What follows belongs to an exercise in optimizing a design on an open flow for small area, a short achievable clock period and few clock cycles per item; a production flow would make more cautious choices.
At most, simulation tests tie the RTL to the original design; equivalence was not proved.
The RTL of runs 2 to 5 was laid out without a check of its function.
No activity file was given, so power comes from the tool's default toggle rates.

==> flow/design.v, too long to show whole: its modules and the start of the top module <==
// module flow_hash: 1570 lines
module flow_hash (
    input  wire         clk,
    input  wire         rst,         
    input  wire         in_valid,
    output wire         in_ready,
    input  wire [1:0]   in_op,       
    input  wire [3:0]   in_len,      
    input  wire         in_frag,     
    input  wire [31:0]  in_seed,
    input  wire [511:0] in_words,    
    output wire         out_valid,
    input  wire         out_ready,
    output wire [31:0]  out_hash
);
  // ...
==> flow/flow/run.sh <==
#!/bin/bash
# Own layout flow: the standard layout (standard.sh: ORFS synthesis to
# final layout), with two changes in how the layout is made:
#  - the port buffers that global placement inserts on every input and
#    output are the platform's smallest plain buffer (buf_1) instead of the
#    clkdlybuf4s50_1 delay cell that buffer_ports picks by default (repair
#    may still resize them);
#  - slow wide OR/NOR and deep and-or cells are added to the platform's
#    don't-use list (repeated here, since a make command-line setting
#    replaces it), so that technology mapping builds the logic from faster
#    cells.
set -euo pipefail
export BUFFER_PORTS_ARGS="-buffer_cell sky130_fd_sc_hd__buf_1"
plat="probe_p_8 probec_p_8 lpflow_bleeder_1 lpflow_clkbufkapwr_1 lpflow_clkbufkapwr_16
  lpflow_clkbufkapwr_2 lpflow_clkbufkapwr_4 lpflow_clkbufkapwr_8 lpflow_clkinvkapwr_1
  lpflow_clkinvkapwr_16 lpflow_clkinvkapwr_2 lpflow_clkinvkapwr_4 lpflow_clkinvkapwr_8
  lpflow_decapkapwr_12 lpflow_decapkapwr_3 lpflow_decapkapwr_4 lpflow_decapkapwr_6
  lpflow_decapkapwr_8 lpflow_inputiso0n_1 lpflow_inputiso0p_1 lpflow_inputiso1n_1
  lpflow_inputiso1p_1 lpflow_inputisolatch_1 lpflow_isobufsrc_1 lpflow_isobufsrc_16
  lpflow_isobufsrc_2 lpflow_isobufsrc_4 lpflow_isobufsrc_8 lpflow_isobufsrckapwr_16
  lpflow_lsbuf_lh_hl_isowell_tap_1 lpflow_lsbuf_lh_hl_isowell_tap_2
  lpflow_lsbuf_lh_hl_isowell_tap_4 lpflow_lsbuf_lh_isowell_4 lpflow_lsbuf_lh_isowell_tap_1
  lpflow_lsbuf_lh_isowell_tap_2 lpflow_lsbuf_lh_isowell_tap_4"
slow="a2111o_1 a2111o_2 a2111o_4 a2111oi_0 a2111oi_1 a2111oi_2 
  a2111oi_4 a311o_1 a311o_2 a311o_4 a311oi_1 a311oi_2 a311oi_4 a41o_1 
  a41o_2 a41o_4 a41oi_1 a41oi_2 a41oi_4 nor3_1 nor3_2 nor3_4 nor3b_1 
  nor3b_2 nor3b_4 nor4_1 nor4_2 nor4_4 nor4b_1 nor4b_2 nor4b_4 
  nor4bb_1 nor4bb_2 nor4bb_4 o2111a_1 o2111a_2 o2111a_4 o2111ai_1 
  o2111ai_2 o2111ai_4 o311a_1 o311a_2 o311a_4 o311ai_0 o311ai_1 
  o311ai_2 o311ai_4 o41a_1 o41a_2 o41a_4 o41ai_1 o41ai_2 o41ai_4 or3_1 
  or3_2 or3_4 or3b_1 or3b_2 or3b_4 or4_1 or4_2 or4_4 or4b_1 or4b_2 
  or4b_4 or4bb_1 or4bb_2 or4bb_4"
dont=$(for c in $plat $slow; do printf "sky130_fd_sc_hd__%s " "$c"; done)
bash standard.sh "DONT_USE_CELLS=$dont" finish > standard_flow.log 2>&1
==> flow/standard.sh <==
#!/bin/bash
# synth_recipe.tcl (not shown) runs the flow's synth.tcl, then flattens the netlist and writes it again
# the make line also repeats each setting of config.mk as NAME=value (left out here)
make -C /OpenROAD-flow-scripts/flow DESIGN_CONFIG=/design/flow/config.mk WORK_HOME=/design/flow/orfs CLKGATE_MAP_FILE= SYNTH_SCRIPT=/design/flow/synth_recipe.tcl "${@:-finish}"
==> flow/config.mk <==
export PLATFORM = sky130hd
export DESIGN_NAME = flow_hash
export DESIGN_NICKNAME = flow_hash
export VERILOG_FILES = /design/flow/design.v
export SDC_FILE = /design/flow/constraint.sdc
export NUM_CORES = 4
export LEC_CHECK = 0
export CAP_MARGIN = 20
export CORE_MARGIN = 2
export CORE_UTILIZATION = 40
export SETUP_SLACK_MARGIN = 4.0
export SLEW_MARGIN = 20
export TNS_END_PERCENT = 0
==> flow/constraint.sdc <==
create_clock -name core_clock -period 8.0 [get_ports {clk}]
set_input_delay 1.6000 -clock core_clock [delete_from_list [all_inputs] [get_ports {clk}]]
set_output_delay 1.6000 -clock core_clock [all_outputs]
set_load 0.01 [all_outputs]
==> flow_summary.yaml, run 1 <==
status:
  status: "finished clean"
synthesis:
  async_flop_share: 0
  synth_top_family_by_area: "XOR/XNOR gates"
  synth_xor_area_frac: 0.250
  syn-num-nets: 3923
  synth_fa_ha_area_frac: 0.184
  synth_top_area_cell: "xnor2_1"
  yosys-top-cells-count: "xnor2_1 (430), nand2_1 (322), inv_1 (298)"
global_routing:
  met1_usage: 0.420
  grt_util_met3: 0.0663
power_and_ir_drop:
  clkPwrFrac: 0.034
  top_power_group: "combinational cells"
  p_seq_mw: 1.96
  internal_power_mw: 7.22
  p_seq_frac: 0.143
  powerComb_mw: 11.3
place:
  gp_congestion: 1.09
clocking:
  cts_tree: "built"
  htreeDepth: 3
  cts_buffers: 9
  ctsResizeCount: 127
setup_path:
  startpoint_type: "primary input"
  worstPathCellList: "clkbuf_4 -> or2_2 -> buf_8 -> o31ai_2 -> xnor2_1 -> xnor3_2 -> xor2_1 -> o21ai_0 -> mux4_2 -> and3_1"
  r2r_setup_slack_ns: 3.32
  cp.required_ns: 8.16
  ff2ff_path_depth: 25
  path_max_fanout: 34
  worstPathBufferInverterCount: 2
timing:
  rsz0062_at_grt: "true"
  post-route-period-util: 0.586
  setup_viol: 0
  relSlewSlack: 0.264
layout:
  final_cells: 4458
  clkbuf_count: 9
  multi_input_gates: 2496
  clk_share: 0.0102
routing:
  wire_per_inst_um: 26.2
  via_count: 25600
  top_layer: "met5"
  vias_per_cell: 5.74
flow_run:
  drv_cap: 0
worst_hold_path:
  min_to: "ov"
  worst_hold_path_type: "flop to flop"
Testbench counts, summed over its fixed seeds: cycles 9,624, items 9,600.
==> run 2: changes to the inputs <==
--- a/flow/design.v
+++ b/flow/design.v
@@ -462,80 +462,93 @@
     wire en8 = (op_hash & (in_len >= 4'd8)) | (op_hsy6 & ~in_frag);
     wire en9 = op_hash & (in_len >= 4'd9);
     wire en10 = op_hash & (in_len >= 4'd10);
     wire en11 = op_hash & (in_len >= 4'd11);
     wire en12 = op_hash & (in_len >= 4'd12);
     wire en13 = op_hash & (in_len >= 4'd13);
     wire en14 = op_hash & (in_len >= 4'd14);
     wire en15 = op_hash & (in_len >= 4'd15);
-    wire [31:0] e1 = en1 ? w1 : 32'd0;
-    wire [31:0] e2 = en2 ? w2 : 32'd0;
-    wire [31:0] e3 = en3 ? w3 : 32'd0;
-    wire [31:0] e4 = en4 ? w4 : 32'd0;
-    wire [31:0] e5 = en5 ? w5 : 32'd0;
-    wire [31:0] e6 = en6 ? w6 : 32'd0;
-    wire [31:0] e7 = en7 ? w7 : 32'd0;
-    wire [31:0] e8 = en8 ? w8 : 32'd0;
-    wire [31:0] e9 = en9 ? w9 : 32'd0;
-    wire [31:0] e10 = en10 ? w10 : 32'd0;
-    wire [31:0] e11 = en11 ? w11 : 32'd0;
-    wire [31:0] e12 = en12 ? w12 : 32'd0;
-    wire [31:0] e13 = en13 ? w13 : 32'd0;
-    wire [31:0] e14 = en14 ? w14 : 32'd0;
-    wire [31:0] e15 = en15 ? w15 : 32'd0;
+    wire [31:0] r0 = {w0[4:0], w0[31:5]};
+    wire [31:0] r1 = {w1[9:0], w1[31:10]};
+    wire [31:0] r2 = {w2[14:0], w2[31:15]};
+    wire [31:0] r3 = {w3[19:0], w3[31:20]};
+    wire [31:0] r4 = {w4[24:0], w4[31:25]};
+    wire [31:0] r5 = {w5[29:0], w5[31:30]};
+    wire [31:0] r6 = {w6[2:0], w6[31:3]};
+    wire [31:0] r7 = {w7[7:0], w7[31:8]};
+    wire [31:0] r8 = {w8[12:0], w8[31:13]};
+    wire [31:0] r9 = {w9[17:0], w9[31:18]};
+    wire [31:0] r10 = {w10[22:0], w10[31:23]};
+    wire [31:0] r11 = {w11[27:0], w11[31:28]};
+    wire [31:0] r12 = {w12[0:0], w12[31:1]};
+    wire [31:0] r13 = {w13[5:0], w13[31:6]};
+    wire [31:0] r14 = {w14[10:0], w14[31:11]};
+    wire [31:0] r15 = {w15[15:0], w15[31:16]};
+    wire [31:0] g3 = en3 ? r3 : 32'd0;
+    wire [31:0] x1_2 = r1 ^ r2;
+    wire sa1 = en1 & ~en2;
+    wire [31:0] p1 = ({32{sa1}} & r1) | ({32{en2}} & x1_2);
+    wire [31:0] x4_5 = r4 ^ r5;
+    wire sa4 = en4 & ~en5;
+    wire [31:0] p4 = ({32{sa4}} & r4) | ({32{en5}} & x4_5);
+    wire [31:0] x6_7 = r6 ^ r7;
+    wire sa6 = en6 & ~en7;
+    wire [31:0] p6 = ({32{sa6}} & r6) | ({32{en7}} & x6_7);
+    wire [31:0] x8_9 = r8 ^ r9;
+    wire sa8 = en8 & ~en9;
+    wire [31:0] p8 = ({32{sa8}} & r8) | ({32{en9}} & x8_9);
+    wire [31:0] x10_11 = r10 ^ r11;
+    wire sa10 = en10 & ~en11;
+    wire [31:0] p10 = ({32{sa10}} & r10) | ({32{en11}} & x10_11);
+    wire [31:0] x12_13 = r12 ^ r13;
+    wire sa12 = en12 & ~en13;
+    wire [31:0] p12 = ({32{sa12}} & r12) | ({32{en13}} & x12_13);
+    wire [31:0] x14_15 = r14 ^ r15;
+    wire sa14 = en14 & ~en15;
+    wire [31:0] p14 = ({32{sa14}} & r14) | ({32{en15}} & x14_15);
     wire [31:0] pr4 = {op_hsy4 ? w3[7:0] : 8'd0, 24'd0};
     wire [31:0] pr6 = {op_hsy6 ? w9[7:0] : 8'd0, 24'd0};
-    wire [31:0] r0 = {e0[4:0], e0[31:5]};
-    wire [31:0] r1 = {e1[9:0], e1[31:10]};
-    wire [31:0] r2 = {e2[14:0], e2[31:15]};
-    wire [31:0] r3 = {e3[19:0], e3[31:20]};
-    wire [31:0] r4 = {e4[24:0], e4[31:25]};
-    wire [31:0] r5 = {e5[29:0], e5[31:30]};
-    wire [31:0] r6 = {e6[2:0], e6[31:3]};
-    wire [31:0] r7 = {e7[7:0], e7[31:8]};
-    wire [31:0] r8 = {e8[12:0], e8[31:13]};
-    wire [31:0] r9 = {e9[17:0], e9[31:18]};
-    wire [31:0] r10 = {e10[22:0], e10[31:23]};
-    wire [31:0] r11 = {e11[27:0], e11[31:28]};
-    wire [31:0] r12 = {e12[0:0], e12[31:1]};
-    wire [31:0] r13 = {e13[5:0], e13[31:6]};
-    wire [31:0] r14 = {e14[10:0], e14[31:11]};
-    wire [31:0] r15 = {e15[15:0], e15[31:16]};
     wire [31:0] q3 = {pr4[19:0], pr4[31:20]};
     wire [31:0] q9 = {pr6[17:0], pr6[31:18]};
-    wire [31:0] fa = r0 ^ r1 ^ r2 ^ r3;      
-    wire [31:0] fb = r4 ^ r5 ^ r6 ^ r7;      
-    wire [31:0] fc = r8 ^ r9 ^ r10 ^ r11 ^ q3 ^ q9;
-    wire [31:0] fd = r12 ^ r13 ^ r14 ^ r15 ^ in_seed;
+    wire [31:0] fa = r0 ^ p1 ^ g3;           
+    wire [31:0] fb = p4 ^ p6;                
+    wire [31:0] fc = p8 ^ p10 ^ q3 ^ q9;     
+    wire [31:0] fd = p12 ^ p14 ^ in_seed;    
     wire [31:0] fold = (fa ^ fb) ^ (fc ^ fd);
     wire [31:0] d01 = w0 ^ w1;
     wire [15:0] x4  = in_frag ? 16'd0 : (w2[31:16] ^ w2[15:0]);
     wire [31:0] x4w = {x4, x4};
     wire [31:0] cor4 = {d01[4:0], d01[31:5]} ^ {d01[9:0], d01[31:10]} ^ {x4w[14:0], x4w[31:15]};
     wire [31:0] fb20 = {fb[11:0], fb[31:12]};
     wire [31:0] pq   = fa ^ fb20;
     wire [15:0] x6   = in_frag ? 16'd0 : (w8[31:16] ^ w8[15:0]);
     wire [31:0] x6w  = {x6, x6};
     wire [31:0] cor6 = pq ^ {pq[19:0], pq[31:20]} ^ {x6w[12:0], x6w[31:13]};
     wire [31:0] g = fold ^ ((swap4 ? cor4 : 32'd0) | (swap6 ? cor6 : 32'd0));
     reg         v1, v2, ov;
     reg  [31:0] g1;
     reg  [3:0]  n1;
+    reg  [3:0]  n1b;
+    wire [31:0] gs = g1;
     reg  [31:0] y2;
     reg  [31:0] res;
     wire stall = ov & ~out_ready;
     assign in_ready  = ~stall;
     assign out_valid = ov;
     assign out_hash  = res;
-    wire [31:0] t0 = {g1[26:0], g1[31:27]};
-    wire [31:0] t1 = n1[0] ? {t0[26:0], t0[31:27]} : t0;
-    wire [31:0] t2 = n1[1] ? {t1[21:0], t1[31:22]} : t1;
-    wire [31:0] t3 = n1[2] ? {t2[11:0], t2[31:12]} : t2;
-    wire [31:0] hr = n1[3] ? {t3[23:0], t3[31:24]} : t3;
+    wire [31:0] t0 = {gs[26:0], gs[31:27]};
+    wire [31:0] u1 = {t0[26:0], t0[31:27]};
+    wire [31:0] t1 = {n1b[0] ? t0[31:16] : u1[31:16], n1[0] ? u1[15:0] : t0[15:0]};
+    wire [31:0] u2 = {t1[21:0], t1[31:22]};
+    wire [31:0] t2 = {n1b[1] ? t1[31:16] : u2[31:16], n1[1] ? u2[15:0] : t1[15:0]};
+    wire [31:0] u3 = {t2[11:0], t2[31:12]};
+    wire [31:0] t3 = {n1b[2] ? t2[31:16] : u3[31:16], n1[2] ? u3[15:0] : t2[15:0]};
+    wire [31:0] u4 = {t3[23:0], t3[31:24]};
+    wire [31:0] hr = {n1b[3] ? t3[31:16] : u4[31:16], n1[3] ? u4[15:0] : t3[15:0]};
     wire ma_1;
     wire ma_2;
     assign ma_1 = ~hr[5] ^ ~hr[0];
     assign ma_2 = ~hr[5] & ~hr[0];
     wire ma_3;
     wire ma_4;
     assign ma_3 = ~hr[6] ^ ~hr[1];
     assign ma_4 = ~hr[6] & ~hr[1];
@@ -1558,13 +1571,14 @@
         end else if (~stall) begin
             v1 <= in_valid;
             v2 <= v1;
             ov <= v2;
         end
         if (~stall) begin
             g1  <= g;
             n1  <= nm1;
+            n1b <= ~nm1;
             y2  <= ya;
             res <= fin;
         end
     end
 endmodule
==> flow/flow/run.sh (replaced) <==
#!/bin/bash
# Own layout flow: the standard layout (standard.sh: ORFS synthesis to
# final layout, unchanged), except that the port buffers that global
# placement inserts on every input and output are the platform's smallest
# plain buffer (buf_1) instead of the clkdlybuf4s50_1 delay cell that
# buffer_ports picks by default.  Repair may still resize them.
set -euo pipefail
export BUFFER_PORTS_ARGS="-buffer_cell sky130_fd_sc_hd__buf_1"
bash standard.sh finish > standard_flow.log 2>&1
==> flow/config.mk (replaced) <==
export PLATFORM = sky130hd
export DESIGN_NAME = flow_hash
export DESIGN_NICKNAME = flow_hash
export VERILOG_FILES = /design/flow/design.v
export SDC_FILE = /design/flow/constraint.sdc
export NUM_CORES = 4
export LEC_CHECK = 0
export CAP_MARGIN = 20
export CORE_MARGIN = 2
export CORE_UTILIZATION = 40
export SETUP_SLACK_MARGIN = 3.6
export SLEW_MARGIN = 20
export TNS_END_PERCENT = 20
==> run 2 against run 1 <==
Net effect: sequential power rose by 2%; clock skew is 0.0046 ns higher; area after synthesis is 6.5% lower; cell count decreased by 0.49%; routed wire length increased by 2.9%; via count fell by 0.41%; cell area decreased by 0.65%; worst hold slack improved by 0.015 ns; non-clock buffer count is 38 higher; register-to-register slack gained 0.13 ns; total power decreased by 3.8%; critical endpoint is now y2[22].
==> flow_summary.yaml, run 2 <==
die:
  die_y_um: 248
  io_pins: 589
  core_area_um2: 58900
  die_area_um2: 61400
  num_rows: 89
  die_w_um: 248
  start_util: 0.403
power_and_ir_drop:
  vdd_drop_max_uv: 958
  power.leakage_nw: 12.6
  p_per_area_nw_per_um2: 442
status:
  status: "finished clean"
timing:
  period_minus_slack_ns: 4.55
  post-route-period-util: 0.569
  tightest_slew_ns: 1.12
  hold_violations: 0
  relSlewSlack: 0.252
  clock.fmax_mhz: 220
  tns_ns: 0
  setup_viol: 0
  rsz0062_at_grt: "true"
  fin_hold_ws_ns: 0.497
  drv_slew: 0
  fin_skew_ns: 0.0221
synthesis:
  syn-cell-area_um2: 23800
  synth_top_area_cell: "ha_1"
  async_flop_share: 0
  yosysMostFrequentCell: "xnor2_1"
  synthCells: 3018
  ys_types: 74
  yosys-top-cells-count: "xnor2_1 (318), inv_1 (300), nand2_1 (284)"
  synthFlopType: "edfxtp_1"
  synth_area_leaders: "ha_1 (15%), edfxtp_1 (13%), xnor2_1 (12%)"
  syn-num-nets: 3910
  synth-edff-count: 104
  yosysSeqAreaShare: 0.134
  syn_area_per_cell_um2: 7.87
  netlist.area_leader.share: 0.146
  synth_warnings: 1
  synth_seq_cells: 107
global_routing:
  grt_pass1_vias: 24000
  track_usage: 0.376
  grt_pass1_wl_mm: 165
  grt-ovfl-total: 0
  grt_max_degree: 76
  antenna_found_initial: 21
layout:
  nets: 4532
  layout_commonest_cell: "buf_1"
  area_growth_pct: 25.5
  fillCellCount: 5793
  final_cells: 4436
  reg_top3: "g1 x32, res x32, y2 x32"
  final_cell_mix: "buf_1 (532), xnor2_1 (308), inv_1 (294)"
  drive_gt1_frac: 0.135
worst_hold_path:
  worst_hold_path_type: "flop to flop"
  holdCritStartpoint: "v2"
clocking:
  hold_buffers: 0
  numClockSinks: 107
  clk_latency_ns: 0.40
  clk_pin_slew_worst_paths_ns: 0.08
  cts_root_buf: "clkbuf_16"
  htreeDepth: 3
  cts_tree: "built"
  cts_buffers: 9
  clock_path_buffers: 2
setup_path:
  startpoint: "n1b[0]"
  path_max_fanout: 5
  critPathKind: "flop to flop"
  arrival_ns: 4.70
  r2r_start: "n1b[0]"
  endpoint_kind: "flop"
  startpoint_type: "flop"
  cp.required_ns: 8.15
place:
  gp_congestion: 1.07
  hpwl_mm: 98.0
  dp.cells: 4288
  port_buffers: 588
routing:
  vias_per_cell: 5.75
  wire_per_inst_um: 27.1
  via_count: 25500
  wirelength_mm: 120
  ant_nets: 0
  drcViolationCount: 0
  dr.pass1.iters: 6
  initialDrtViolationCount: 2515
flow_run:
  drv_cap: 0
-- run 2: cell families after synthesis --
family | count (synthesis) | share of synthesized area
adders and majority gates | 337 | 0.196
DFF | 107 | 0.134
buffers and inverters | 421 | 0.0698
and+or+nand+nor | 780 | 0.143
xor gates and xnor gates | 538 | 0.218
muxes | 88 | 0.0408
AOI/OAI and AO/OA | 747 | 0.198
-- run 2: worst paths after layout --
check             endpoint  slack (ns)  cells after the start
hold reg to reg         ov        0.50                      2
hold / removal          ov        0.50                      2
setup / recovery    y2[22]        3.45                     21
setup reg to reg    y2[22]        3.45                     21
-- run 2: area by class of cell --
cell class / count / area, um2 / share of cell area
multi-input combinational: 2496 / 20400 / 0.685
timing repair buffer: 725 / 3770 / 0.126
sequential: 107 / 3180 / 0.107
inverter: 301 / 1150 / 0.0385
tap: 773 / 967 / 0.0324
clock buffer: 10 / 229 / 0.00768
antenna: 19 / 47.5 / 0.00159
clock inverter: 5 / 36.3 / 0.00122
-- run 2: report_power, final --
group	leakage, nW	internal, mW	switching [mW]
sequential	1.12	1.77	0.224
combinational	11.3	4.90	5.84
clock	0.134	0.212	0.237
total	12.6	6.89	6.30
-- run 2: critical path, stage by stage, from the launching register on --
cell and delay (ns):
edfxtp_1 0.42, buf_6 0.14, buf_16 0.13, mux2_2 0.34
mux2i_1 0.22, nor2_1 0.08, a21oi_2 0.13, nand2_1 0.08
nand2_2 0.09, inv_2 0.04, fa_1 0.55, ha_4 0.23
a21o_1 0.17, a21o_1 0.15, a21o_1 0.24, buf_6 0.15
o31ai_4 0.28, a211oi_2 0.07, o31a_1 0.31, a21o_1 0.22
a21oi_2 0.15, xnor2_1 0.07
-- run 2: timing repair --
action | CTS | global route
hold endpoints to repair | 0 | 0
pin swaps | 55 | 78
setup buffers | 64 | 39
gates cloned | 8 | 3
setup endpoints to repair | 56 | 48
gates resized for setup | 214 | 177
-- run 2: metal layers --
metal | part of all wire | vias up | track usage
met5 | 0.00052 | - | 0
li1 | - | 11700 | -
met2 | 0.45 | 1489 | 0.607
met1 | 0.38 | 11800 | 0.447
met4 | 0.078 | 10 | 0.235
met3 | 0.098 | 405 | 0.0970
-- run 2: stage by stage --
| stage | cell area [um2] | power (mW) | utilization | setup slack (ns) |
|---|---|---|---|---|
| floorplan | 23800 | 9.44 | - | 3.40 |
| CTS | 28700 | 12.8 | 0.488 | 3.54 |
| global placement | 26700 | 11.7 | 0.454 | 1.77 |
| global route | 29800 | 14.3 | 0.506 | 3.33 |
| detailed placement | 26700 | 11.8 | 0.454 | 1.88 |
| finish | 29800 | 13.2 | 0.506 | 3.45 |
==> run 3: changes to the inputs <==
--- a/flow/config.mk
+++ b/flow/config.mk
@@ -10,4 +10,4 @@
 export CORE_UTILIZATION = 40
-export SETUP_SLACK_MARGIN = 3.6
+export SETUP_SLACK_MARGIN = 4.0
 export SLEW_MARGIN = 20
-export TNS_END_PERCENT = 20
+export TNS_END_PERCENT = 0
==> run 3 against run 2 <==
Net effect: cell area shrank 2.6%; cell count decreased by 0.70%; setup slack got worse by 0.045 ns; worst hold slack worse by 0.017 ns; non-clock buffer count fell by 34; sequential power barely moved.
==> flow_summary.yaml, run 3 <==
synthesis:
  synthCells: 3018
  netlist.area_leader.share: 0.146
  synth_warnings: 1
  synthFlopType: "edfxtp_1"
  async_flop_share: 0
  synth_area_leaders: "ha_1 (15%), edfxtp_1 (13%), xnor2_1 (12%)"
  yosysMostFrequentCell: "xnor2_1"
  syn-cell-area_um2: 23800
  syn_area_per_cell_um2: 7.87
  synth_seq_cells: 107
  ys_types: 74
  synth_top_area_cell: "ha_1"
  yosys-top-cells-count: "xnor2_1 (318), inv_1 (300), nand2_1 (284)"
  syn-num-nets: 3910
  yosysSeqAreaShare: 0.134
  synth-edff-count: 104
setup_path:
  r2r_start: "n1[0]"
  startpoint: "in_len[1]"
  r2r_setup_slack_ns: 3.50
  startpoint_type: "primary input"
  worstPathBufferInverterCount: 3
  ff2ff_path_depth: 18
  endpoint_kind: "flop"
  cp.required_ns: 8.15
  critPathMaxStageDelay_ns: 0.69
  arrival_ns: 4.74
  path_max_fanout: 13
  worstPathCellList: "buf_1 -> or4_4 -> a21oi_4 -> buf_4 -> buf_4 -> o31ai_1 -> xnor2_1 -> xnor3_1 -> a311oi_1 -> a211oi_1 -> xnor2_1"
  critPathKind: "primary input to flop"
  cp_slowest_cell: "or4_4"
  path_delay_family: "XOR/XNOR gates"
  reg2reg_to: "y2[17]"
clocking:
  clock_path_buffers: 2
  cts_tree: "built"
  cts_buffers: 9
  clk_pin_slew_worst_paths_ns: 0.08
  hold_buffers: 0
  htreeDepth: 3
  numClockSinks: 107
  clk_latency_ns: 0.41
  cts_root_buf: "clkbuf_16"
die:
  core_area_um2: 58900
  die_y_um: 248
  num_rows: 89
  die_area_um2: 61400
  io_pins: 589
  start_util: 0.403
  die_w_um: 248
routing:
  ant_nets: 0
  wire_per_inst_um: 26.2
  initialDrtViolationCount: 2704
  wirelength_mm: 115
  via_count: 25200
  dr.pass1.iters: 6
  drcViolationCount: 0
  vias_per_cell: 5.73
global_routing:
  top_usage_layer: "met2"
  grt_util_met3: 0.0895
  grt_pass1_vias: 24200
  antenna_found_initial: 18
  grt_pass1_wl_mm: 163
  grt-ovfl-total: 0
  met2_usage: 0.583
  track_usage: 0.369
  grt_max_degree: 73
  met1_usage: 0.453
layout:
  final_cell_area_um2: 29000
  multiInputGateArea_um2: 20200
  layout_commonest_cell: "buf_1"
  final_util: 0.493
  reg_top3: "g1 x32, res x32, y2 x32"
  fillCellCount: 5928
  area_growth_pct: 22.1
  drive_gt1_frac: 0.105
  final_cell_mix: "buf_1 (573), xnor2_1 (304), inv_1 (299)"
  nets: 4500
  regArea_um2: 3180
place:
  dpl_cell_area_um2: 26700
  gp_congestion: 1.05
  hpwl_mm: 94.6
  dp_slack_ns: 1.85
  port_buffers: 588
timing:
  finalWorstSetupSlack_ns: 3.41
  tns_ns: 0
  post-route-period-util: 0.574
  rsz0062_at_grt: "true"
  tightest_slew_ns: 1.02
  relSlewSlack: 0.318
  drv_slew: 0
  clock.fmax_mhz: 218
  setup_viol: 0
  period_minus_slack_ns: 4.59
  fin_skew_ns: 0.0300
  hold_violations: 0
flow_run:
  drv_cap: 0
worst_hold_path:
  min_to: "ov"
  holdCritStartpoint: "v2"
  worst_hold_path_type: "flop to flop"
  whs_path_depth: 2
power_and_ir_drop:
  power.leakage_nw: 12.2
  p_per_area_nw_per_um2: 447
  vdd_drop_max_uv: 1010
status:
  status: "finished clean"
run 3: power breakdown:
| group | internal (mW) | switching, mW | leakage (nW) |
|---|---|---|---|
| Combinational | 4.79 | 5.74 | 10.9 |
| Clock | 0.214 | 0.240 | 0.136 |
| Sequential | 1.77 | 0.220 | 1.12 |
run 3: worst max-delay path by stage:
stage,depth (start not counted),to
detailed placement,11,g1[27]
CTS,19,y2[22]
global placement,11,g1[27]
floorplan,2,in_ready
finish,11,g1[11]
global route,18,y2[17]
run 3: repair_timing:
item / in CTS / in global routing
pin swaps: 49 / 27
resized for setup: 181 / 71
setup endpoints to repair: 64 / 68
cloned: 12 / 0
setup buffers: 58 / 13
run 3: cell families after synthesis:
family          share of synthesized area
compound gates                      0.198
xor+xnor                            0.218
fa+ha+maj                           0.196
buf+inv                            0.0698
flops                               0.134
mux                                0.0408
simple gates                        0.143
run 3: area by class of cell:
class,count,area share
multi-input combinational,2498,0.695
timing repair buffer,691,0.112
sequential,107,0.110
inverter,301,0.0391
tap,773,0.0333
clock buffer,9,0.00776
clock inverter,7,0.00172
antenna,19,0.00164
run 3: per-stage QoR:
stage | total power [mW] | hold WS [ns] | instances
floorplan | 9.41 | 0.440 | 3018
global placement | 11.6 | 0.456 | 4287
detailed placement | 11.7 | 0.458 | 4287
CTS | 12.7 | 0.477 | 4373
global route | 14.3 | 0.523 | 4403
finish | 13.0 | 0.479 | 4405
run 3: worst reg2reg max path, stage by stage, from the launching register on:
cell      delay (ns)
edfxtp_1        0.44
buf_4           0.18
buf_12          0.13
mux2_2          0.29
mux2i_1         0.20
o221a_2         0.26
nand2_1         0.07
nand2_2         0.10
inv_1           0.06
fa_1            0.60
ha_4            0.22
a21o_1          0.20
a21oi_2         0.23
nand2_1         0.11
a21oi_2         0.18
a311oi_2        0.08
a41o_1          0.31
fa_1            0.44
xor2_1          0.17
run 3: metal layers:
layer,wire length (um),up-vias,share of wire
met3,11700,394,0.10
li1,-,11700,-
met5,13,-,0.00011
met4,8510,2,0.074
met1,44000,11700,0.38
met2,51200,1456,0.44
==> run 4: changes to the inputs <==
--- a/flow/config.mk
+++ b/flow/config.mk
@@ -7,7 +7,7 @@
 export LEC_CHECK = 0
-export CAP_MARGIN = 20
+export CAP_MARGIN = 0
 export CORE_MARGIN = 2
 export CORE_UTILIZATION = 40
-export SETUP_SLACK_MARGIN = 4.0
-export SLEW_MARGIN = 20
-export TNS_END_PERCENT = 0
+export SETUP_SLACK_MARGIN = 3.6
+export SLEW_MARGIN = 0
+export TNS_END_PERCENT = 20
==> run 4 against run 3 <==
Net effect: clock power shrank 2%; cell count up 0.45%; first-iteration DRC count fell by 3.0%; synthesized cell count did not move; cell area is 1.5% higher; clock skew down 0.011 ns; via count increased by 0.87%; critical endpoint is now g1[17]; largest power group unchanged.
==> flow_summary.yaml, run 4 <==
status:
  status: "finished clean"
die:
  die_area_um2: 61400
  die_y_um: 248
  start_util: 0.403
  core_area_um2: 58900
  die_w_um: 248
  io_pins: 589
  num_rows: 89
timing:
  post-route-period-util: 0.566
  tns_ns: 0
  drv_slew: 0
  tightest_slew_ns: 1.10
  rsz0062_at_grt: "true"
  period_minus_slack_ns: 4.53
  fin_skew_ns: 0.0194
  hold_violations: 0
  setup_viol: 0
  relSlewSlack: 0.269
  clock.fmax_mhz: 221
worst_hold_path:
  holdCritStartpoint: "v2"
  worst_hold_path_type: "flop to flop"
  whs_path_depth: 2
setup_path:
  startpoint: "in_len[0]"
  critPathMaxStageDelay_ns: 0.44
  path_max_fanout: 16
  cp_num_cells: 12
  r2r_start: "n1b[0]"
  critPathKind: "primary input to flop"
  path_delay_family: "compound AO/OA/AOI/OAI gates"
  startpoint_type: "primary input"
  ff2ff_path_depth: 19
  arrival_ns: 4.68
  worstPathCellList: "clkbuf_2 -> or2_4 -> a221oi_4 -> buf_12 -> buf_4 -> o21ai_0 -> a21oi_2 -> xor2_2 -> xnor3_1 -> a311oi_1 -> a211oi_2 -> xnor2_1"
  endpoint_kind: "flop"
  cp.required_ns: 8.15
  cp_slowest_cell: "xnor3_1"
  worstPathBufferInverterCount: 3
clocking:
  clk_pin_slew_worst_paths_ns: 0.08
  numClockSinks: 107
  cts_buffers: 9
  cts_root_buf: "clkbuf_16"
  htreeDepth: 3
  hold_buffers: 0
  clock_path_buffers: 2
  clk_latency_ns: 0.41
  cts_tree: "built"
global_routing:
  grt_max_degree: 76
  antenna_found_initial: 21
  grt-ovfl-total: 0
  grt_pass1_wl_mm: 164
  top_usage_layer: "met2"
  met2_usage: 0.599
  grt_pass1_vias: 23900
  grt_util_met3: 0.0950
  met1_usage: 0.448
  track_usage: 0.375
place:
  port_buffers: 588
  gp_congestion: 1.07
  hpwl_mm: 98.0
  dp.cells: 4288
synthesis:
  synth_warnings: 1
  yosysSeqAreaShare: 0.134
  synthFlopType: "edfxtp_1"
  syn_area_per_cell_um2: 7.87
  async_flop_share: 0
  ys_types: 74
  netlist.area_leader.share: 0.146
  synth_top_area_cell: "ha_1"
  yosysMostFrequentCell: "xnor2_1"
  syn-cell-area_um2: 23800
  synth_seq_cells: 107
  synthCells: 3018
  syn-num-nets: 3910
  synth-edff-count: 104
  synth_area_leaders: "ha_1 (15%), edfxtp_1 (13%), xnor2_1 (12%)"
  yosys-top-cells-count: "xnor2_1 (318), inv_1 (300), nand2_1 (284)"
routing:
  wirelength_mm: 119
  initialDrtViolationCount: 2623
  via_count: 25400
  vias_per_cell: 5.75
  drcViolationCount: 0
  ant_nets: 0
  dr.pass1.iters: 9
  wire_per_inst_um: 26.9
power_and_ir_drop:
  p_comb_frac: 0.812
  p_per_area_nw_per_um2: 440
  p_sw_mw: 6.18
  p_seq_frac: 0.154
  vdd_drop_max_uv: 908
  swShare: 0.477
  power.leakage_nw: 12.5
  internal_power_mw: 6.79
  clkPwrFrac: 0.034
layout:
  fillCellCount: 5849
  reg_top3: "g1 x32, res x32, y2 x32"
  nets: 4523
  final_cell_mix: "buf_1 (533), xnor2_1 (307), inv_1 (292)"
  layout_commonest_cell: "buf_1"
  area_growth_pct: 24.0
  drive_gt1_frac: 0.125
  final_cells: 4425
flow_run:
  drv_cap: 0
[run 4: changes by cell type in the layout (fill, tap and decap cells not counted), moves of 7 or more]
cell / delta
buf_4: +22
clkbuf_2: +12
buf_1: -40
inv_1: -7
buf_2: +17
a21oi_1: -8
a21oi_2: +7
[run 4: cells by family after synthesis]
family	after synthesis	synth area share
AOI/OAI and AO/OA	747	0.198
xor gates and xnor gates	538	0.218
adders and majority gates	337	0.196
buffers and inverters	421	0.0698
DFF	107	0.134
muxes	88	0.0408
and+or+nand+nor	780	0.143
[run 4: final cells by class]
type | count | area (um2) | area share
inverter | 301 | 1150 | 0.0391
sequential | 107 | 3180 | 0.108
clock buffer | 10 | 229 | 0.00777
timing repair buffer | 715 | 3630 | 0.123
antenna | 17 | 42.5 | 0.00144
multi-input combinational | 2497 | 20200 | 0.686
clock inverter | 5 | 35.0 | 0.00119
tap | 773 | 967 | 0.0328
[run 4: repair_timing]
action,4_1_cts,5_1_grt
gates resized for setup,216,134
setup buffers,70,23
cloned,8,4
pin swaps,52,45
endpoints found under the setup margin,56,48
[run 4: per-layer routing]
metal	share of wire	wire length, um
met5	0.00059	70
met4	0.080	9550
met3	0.10	12100
met2	0.45	53100
met1	0.37	44300
[run 4: through the flow]
step	worst slack (ns)	util	total power, mW	hold slack [ns]	cell area, um2
after floorplan	3.40	-	9.44	0.440	23800
after detailed placement	1.76	0.454	11.8	0.462	26700
after global routing	3.34	0.500	14.1	0.526	29400
after global placement	1.77	0.454	11.7	0.466	26700
after CTS	3.53	0.488	12.8	0.495	28700
final	3.47	0.500	13.0	0.495	29500
[run 4: path summary, 6_finish.rpt]
path / to / slack, ns
worst max-delay path: g1[17] / 3.47
worst min-delay path: ov / 0.49
worst max register to register: y2[22] / 3.50
worst min register to register: ov / 0.49
[run 4: worst reg2reg max path: cells and delay by family, from the launching register on]
family,cells,cell delay [ns]
multiplexers,2,0.46
buffers and inverters,3,0.38
AND/OR/NAND/NOR,2,0.19
flip-flops,1,0.45
AO/OA/AOI/OAI,9,1.90
adder cells (fa/ha/maj),2,0.81
XOR/XNOR,1,0.07
[run 4: power by group through the flow]
stage	Sequential, mW	Clock (mW)	Combinational (mW)
6_report	1.99	0.445	10.5
3_5_place_dp	2.00	0	9.76
2_1_floorplan	1.93	0	7.51
5_1_grt	2.02	0.472	11.7
3_3_place_gp	2.00	0	9.66
4_1_cts	1.98	0.458	10.3
==> run 5: changes to the inputs <==
--- a/flow/config.mk
+++ b/flow/config.mk
@@ -7,7 +7,7 @@
 export LEC_CHECK = 0
-export CAP_MARGIN = 0
+export CAP_MARGIN = 20
 export CORE_MARGIN = 2
-export CORE_UTILIZATION = 40
+export CORE_UTILIZATION = 55
 export SETUP_SLACK_MARGIN = 3.6
-export SLEW_MARGIN = 0
+export SLEW_MARGIN = 20
 export TNS_END_PERCENT = 20
==> run 5 against run 4 <==
Net effect: clock skew shrank 0.0045 ns; sequential share of layout area decreased by 0.077 points; total power rose by 12%; register-to-register slack got worse by 0.33 ns; critical endpoint is now y2[22]; first-iteration DRC count is 54% higher; still clean on timing, DRC and antenna; cell count fell by 4.0%; utilization rose by 19 points; cell area is 0.71% higher; area after synthesis stayed put; routed wire length rose by 0.90%; flip-flop and latch count did not move.
==> flow_summary.yaml, run 5 <==
status:
  status: "finished clean"
layout:
  drive_gt1_frac: 0.143
  final_cells: 4249
  area_growth_pct: 24.8
  nets: 4537
  reg_top3: "g1 x32, res x32, y2 x32"
  final_cell_mix: "buf_1 (548), xnor2_1 (291), inv_1 (290)"
  layout_commonest_cell: "buf_1"
  final_cell_area_um2: 29700
setup_path:
  worstPathBufferInverterCount: 3
  path_delay_family: "compound AO/OA/AOI/OAI gates"
  cp_num_cells: 18
  startpoint_type: "flop"
  cp_slowest_cell: "fa_1"
  critPathMaxStageDelay_ns: 0.61
  path_max_fanout: 5
  critPathKind: "flop to flop"
  worstPathCellList: "buf_4 -> buf_12 -> mux4_2 -> mux2i_2 -> nand2_1 -> nand2_2 -> inv_1 -> fa_1 -> ha_4 -> a21o_1 -> a21o_1 -> a21o_4 -> a311oi_4 -> a211oi_2 -> o31a_1 -> a21o_1 -> a21oi_2 -> xnor2_1"
  arrival_ns: 4.98
  cp.required_ns: 8.15
  crit_path_frequent_cell: "a21o_1"
  ff2ff_path_depth: 18
  endpoint_kind: "flop"
synthesis:
  synthFlopType: "edfxtp_1"
  syn-num-nets: 3910
  netlist.area_leader.share: 0.146
  async_flop_share: 0
  yosysSeqAreaShare: 0.134
  yosys-top-cells-count: "xnor2_1 (318), inv_1 (300), nand2_1 (284)"
  synth_fa_ha_area_frac: 0.196
  muxShareOfSynthArea: 0.0408
  synth-compound-area-share: 0.198
  syn_area_per_cell_um2: 7.87
  synth_warnings: 1
  synth_area_leaders: "ha_1 (15%), edfxtp_1 (13%), xnor2_1 (12%)"
  synth-edff-count: 104
  synth_top_family_by_area: "XOR/XNOR gates"
  ys_types: 74
  synth_xor_area_frac: 0.218
  synth_seq_cells: 107
  synth_top_area_cell: "ha_1"
  yosysMostFrequentCell: "xnor2_1"
  synthCells: 3018
  yosys.area_share.simple: 0.143
  syn-cell-area_um2: 23800
routing:
  wirelength_mm: 120
  dr.pass1.iters: 8
  initialDrtViolationCount: 4027
  ant_nets: 0
  wire_per_inst_um: 28.3
  vias_per_cell: 6.55
  via_count: 27800
  drcViolationCount: 0
timing:
  relSlewSlack: 0.282
  tns_ns: 0
  clock.fmax_mhz: 207
  rsz0062_at_grt: "true"
  fin_skew_ns: 0.0150
  finalWorstSetupSlack_ns: 3.17
  hold_violations: 0
  setup_viol: 0
  post-route-period-util: 0.604
  tightest_slew_ns: 1.08
  period_minus_slack_ns: 4.83
  drv_slew: 0
flow_run:
  drv_cap: 0
place:
  dp_slack_ns: 2.14
  hpwl_mm: 93.4
  dpl_cell_area_um2: 26500
  dp.cells: 4099
  port_buffers: 588
  gp_congestion: 1.13
clocking:
  htreeDepth: 3
  cts_buffers: 9
  clk_latency_ns: 0.40
  hold_buffers: 0
  clock_path_buffers: 2
  clk_pin_slew_worst_paths_ns: 0.08
  cts_tree: "built"
  cts_root_buf: "clkbuf_16"
  numClockSinks: 107
global_routing:
  grt_pass1_vias: 25900
  grt-ovfl-total: 0
  grt_pass1_wl_mm: 164
  antenna_found_initial: 16
  track_usage: 0.504
  grt_max_degree: 73
power_and_ir_drop:
  vdd_drop_max_uv: 1310
  p_per_area_nw_per_um2: 490
  power.leakage_nw: 12.6
  total_power_mw: 14.5
worst_hold_path:
  worst_hold_path_type: "flop to flop"
  whs_path_depth: 2
die:
  core_area_um2: 42900
  die_area_um2: 44900
  die_w_um: 212
  die_y_um: 212
  num_rows: 76
  start_util: 0.554
  io_pins: 589
==> run 5: cell families (layout without fill, tap and decap cells) <==
kind of cell | count (synthesis) | count (layout)
xor+xnor | 538 | 538
mux | 88 | 88
compound gates | 747 | 752
simple gates | 780 | 780
flops | 107 | 107
other cells | 0 | 16
fa+ha+maj | 337 | 337
buf+inv | 421 | 1046
==> run 5: per-stage QoR <==
step | utilization | hold WS, ns
after detailed placement | 0.618 | 0.468
after global placement | 0.618 | 0.450
after global routing | 0.692 | 0.563
after CTS | 0.670 | 0.485
final | 0.692 | 0.487
after floorplan | - | 0.440
==> run 5: layer usage <==
| metal | global-route usage | wire length [um] | vias to the layer above |
|---|---|---|---|
| met2 | 0.763 | 51000 | 2391 |
| li1 | - | - | 11700 |
| met4 | 0.375 | 11400 | 4 |
| met1 | 0.591 | 40700 | 13000 |
| met5 | 0 | 175 | - |
| met3 | 0.174 | 17000 | 681 |
==> run 5: path summary, 6_finish.rpt <==
| path | to | startpoint | slack (ns) |
|---|---|---|---|
| worst max-delay path | y2[22] | n1[0] | 3.17 |
| worst min register to register | ov | v2 | 0.49 |
| worst max register to register | y2[22] | n1[0] | 3.17 |
| worst min-delay path | ov | v2 | 0.49 |
==> run 5: what timing repair did <==
action                     4_1_cts  5_1_grt
gates resized for setup        243      126
gates cloned                    11        2
buffers inserted                68       39
pin swaps                       67       56
hold endpoints to repair         0        0
setup endpoints to repair       57       60
==> run 5: final cells by class <==
type | count | area (um2)
timing repair buffer | 730 | 3700
sequential | 107 | 3180
clock inverter | 5 | 80.1
antenna | 16 | 40.0
fill | 3461 | 13200
tap | 585 | 732
inverter | 301 | 1130
timing repair inverter | 1 | 5.00
clock buffer | 9 | 225
multi-input combinational | 2495 | 20600
==> run 5: worst reg2reg max path, stage by stage (launching register included) <==
cell      delay, ns
edfxtp_1       0.43
buf_4          0.17
buf_12         0.13
mux4_2         0.48
mux2i_2        0.23
nand2_1        0.12
nand2_2        0.15
inv_1          0.13
fa_1           0.61
ha_4           0.25
a21o_1         0.16
a21o_1         0.20
a21o_4         0.24
a311oi_4       0.29
a211oi_2       0.15
o31a_1         0.35
a21o_1         0.24
a21oi_2        0.17
xnor2_1        0.09
==> run 5: power by group <==
| group | internal [mW] | switching (mW) |
|---|---|---|
| Sequential | 1.76 | 0.263 |
| Combinational | 5.12 | 6.90 |
| Clock | 0.270 | 0.228 |
| Total | 7.15 | 7.39 |

-- static timing again, ports no longer ideal --
How much do the figures lean on ideal ports? The routed layouts below were timed once more, with nothing changed but the port constraints.
Step 1, drivers: a clkbuf_16 drives clk and a buf_2 each remaining input, both assumed.
Step 2 also shifts input and output timing later by t, the mid clock arrival at the registers, as if the neighbouring blocks saw the same clock.
Slacks: ideal / step 1 / step 2; pairs: ideal / step 1.
run	shift t [ns]	setup slack, ns	latest minus earliest clock arrival (ns)
run 1	0.427	3.315 / 3.286 / 2.859	0.018 / 0.018
run 2	0.445	3.452 / 3.452 / 3.036	0.022 / 0.022
run 3	0.447	3.407 / 3.433 / 2.986	0.030 / 0.030
run 4	0.454	3.470 / 3.476 / 3.022	0.019 / 0.020
run 5	0.451	3.169 / 3.169 / 2.953	0.016 / 0.015
After both steps setup and hold are still met in every run listed. The setup slack of run 1, which loses most, moves by -0.029 ns with the drivers and by -0.456 ns with both steps.
